From an optimization exercise on the open Yosys and OpenROAD flow, aimed at small area and a short achievable clock period; shortcuts taken in it are not production practice.
The RTL was checked by simulation tests, not by an equivalence proof against the original design.
Power figures rest on the tool's default switching activity, not on a simulated workload.

==> flow/design.v (excerpt) <==
module block_quantiser (
    input  wire         clk,
    input  wire         rst,            
    input  wire         in_valid,
    input  wire [511:0] in_data,        
    input  wire [1:0]   in_fmt,         
    input  wire [2:0]   in_esc_shift,   
    input  wire [31:0]  in_outlier,     
    input  wire         in_blight,
    output reg          out_valid,
    output reg  [15:0]  out_scale,      
    output reg  [255:0] out_codes,      
    output reg  [1:0]   out_esc_count,
    output reg  [4:0]   out_esc0_pos,
    output reg  [15:0]  out_esc0_val,
    output reg  [4:0]   out_esc1_pos,
    output reg  [15:0]  out_esc1_val
);
Size: about 24000 cells after synthesis, roughly 2900 flip-flops, roughly 870 I/O pins, about 180000 um2 of cells after synthesis.
Settings: LEC_CHECK=0, ABC_AREA=1, CAP_MARGIN=40, CORE_MARGIN=2, CORE_UTILIZATION=46, CTS_CLUSTER_DIAMETER=120, CTS_CLUSTER_SIZE=22, PLACE_DENSITY=0.66, SLEW_MARGIN=40; clock period 75.0 ns.
standard.sh (not shown) runs the stock make flow with config.mk's settings and CLKGATE_MAP_FILE= SYNTH_SCRIPT=/design/flow/synth_recipe.tcl, a recipe that flattens the netlist after the stock synthesis.
==> flow/flow/run.sh <==
#!/bin/bash
# Layout flow: the standard ORFS flow (standard.sh, which reads the
# settings of config.mk) with two changes:
#  - a setup slack margin for ORFS's timing repair (repair_timing in
#    floorplan, CTS and global route): the repair then works on every path
#    longer than 75 - 59.8 = 15.2 ns, so it shortens the stages of this
#    design rather than stopping at the 75 ns clock period. The clock period
#    and the constraints stay the design's; gate cloning is skipped;
#  - the port buffers that the standard flow puts on every input and output
#    port are of the smallest buffer cell.
# All of make's output, including every tool's log, goes to flow_make.log
# here; ORFS keeps each step's own log under orfs/logs.
set -uo pipefail
bash standard.sh SETUP_SLACK_MARGIN=59.8 SKIP_GATE_CLONING=1 \
    "BUFFER_PORTS_ARGS=-buffer_cell sky130_fd_sc_hd__buf_1" finish > flow_make.log 2>&1
Rerun with:
--- a/flow/flow/run.sh
+++ b/flow/flow/run.sh
@@ -6 +6 @@
-#    longer than 75 - 59.8 = 15.2 ns, so it shortens the stages of this
+#    longer than 75 - 59.0 = 16.0 ns, so it shortens the stages of this
@@ -14 +14 @@
-bash standard.sh SETUP_SLACK_MARGIN=59.8 SKIP_GATE_CLONING=1 \
+bash standard.sh SETUP_SLACK_MARGIN=59.0 SKIP_GATE_CLONING=1 \
- CORE_UTILIZATION: 46 -> 43
- PLACE_DENSITY: 0.66 -> 0.63
=>
- The new run produced a clean layout
- sequential power stays flat
- routed wire length increases by 1.1%
- worst hold slack improved by 0.0065 ns
- maximum frequency hardly moves
- synthesized area is unchanged
- combinational power drops by about 0.6%
- power shrinks by 0.52%

========
Starting RTL as in the previous note.
==> flow/config.mk <==
export PLATFORM = sky130hd
export DESIGN_NAME = block_quantiser
export DESIGN_NICKNAME = block_quantiser
export VERILOG_FILES = /design/flow/design.v
export SDC_FILE = /design/flow/constraint.sdc
export NUM_CORES = 8
export LEC_CHECK = 0
export ABC_AREA = 1
export CAP_MARGIN = 40
export CORE_MARGIN = 2
export CORE_UTILIZATION = 46
export CTS_CLUSTER_DIAMETER = 120
export CTS_CLUSTER_SIZE = 22
export PLACE_DENSITY = 0.66
export SLEW_MARGIN = 40
==> flow/constraint.sdc <==
create_clock -name core_clock -period 75.0 [get_ports {clk}]
set_input_delay 15.0000 -clock core_clock [delete_from_list [all_inputs] [get_ports {clk}]]
set_output_delay 15.0000 -clock core_clock [all_outputs]
set_load 0.01 [all_outputs]
==> flow/flow/run.sh <==
#!/bin/bash
# Layout flow: the standard ORFS flow (standard.sh, which reads the
# settings of config.mk) with two changes:
#  - a setup slack margin for ORFS's timing repair (repair_timing in
#    floorplan, CTS and global route): the repair then works on every path
#    longer than 75 - 59.3 = 15.7 ns, so it shortens the stages of this
#    design rather than stopping at the 75 ns clock period. The clock period
#    and the constraints stay the design's; gate cloning is skipped;
#  - the port buffers that the standard flow puts on every input and output
#    port are of the smallest buffer cell.
# All of make's output, including every tool's log, goes to flow_make.log
# here; ORFS keeps each step's own log under orfs/logs.
set -uo pipefail
bash standard.sh SETUP_SLACK_MARGIN=59.3 SKIP_GATE_CLONING=1 \
    "BUFFER_PORTS_ARGS=-buffer_cell sky130_fd_sc_hd__buf_1" finish > flow_make.log 2>&1
The first run produced a clean layout.
Then changed:
--- a/flow/flow/run.sh
+++ b/flow/flow/run.sh
@@ -4,5 +4,5 @@
 #  - a setup slack margin for ORFS's timing repair (repair_timing in
 #    floorplan, CTS and global route): the repair then works on every path
-#    longer than 75 - 59.3 = 15.7 ns, so it shortens the stages of this
+#    longer than 75 - 58.5 = 16.5 ns, so it shortens the stages of this
 #    design rather than stopping at the 75 ns clock period. The clock period
 #    and the constraints stay the design's; gate cloning is skipped;
@@ -12,4 +12,4 @@
 # here; ORFS keeps each step's own log under orfs/logs.
 set -uo pipefail
-bash standard.sh SETUP_SLACK_MARGIN=59.3 SKIP_GATE_CLONING=1 \
+bash standard.sh SETUP_SLACK_MARGIN=58.5 SKIP_GATE_CLONING=1 \
     "BUFFER_PORTS_ARGS=-buffer_cell sky130_fd_sc_hd__buf_1" finish > flow_make.log 2>&1
=> The new run finished clean; sequential power barely changes; core utilization goes down by 0.67 points; cell count barely changes; die area is unchanged; critical path depth goes up by 93; wire length goes down slightly; via count goes down slightly; synthesized area does not change; global-route usage goes down by 0.32 points.

static timing again, ports no longer ideal:
In the flow no input, the clock included, has a driving cell. The finished layouts below were timed again as built, in two steps. Step 1 (the two cells are an assumption about what drives the block):
set clk [get_ports {clk}]
set_driving_cell -lib_cell sky130_fd_sc_hd__clkbuf_16 $clk
set_driving_cell -lib_cell sky130_fd_sc_hd__buf_2 [delete_from_list [all_inputs] $clk]
Step 2 also shifts input and output timing later by t, the mid clock arrival at the registers, as if the neighbouring blocks saw the same clock. Three values: ideal, step 1, step 2; two values: the first two.
run | t, ns | setup slack, ns | worst setup path after step 2 | pins driven straight from the clock port
the first run of note 1 | 1.147 | 58.448 / 58.313 / 58.720 | input to register | 1
the second run of note 1 | 1.135 | 58.409 / 58.274 / 58.544 | input to register | 1
the first run of note 2 | 1.127 | 58.409 / 58.269 / 58.154 | input to register | 1
the second run of note 2 | 1.125 | 58.092 / 58.092 / 58.092 | register to register | 1
After both steps every run listed still meets setup and hold. The setup slack of the first run of note 2, which loses most, moves by -0.140 ns with the drivers and by -0.255 ns with both steps.
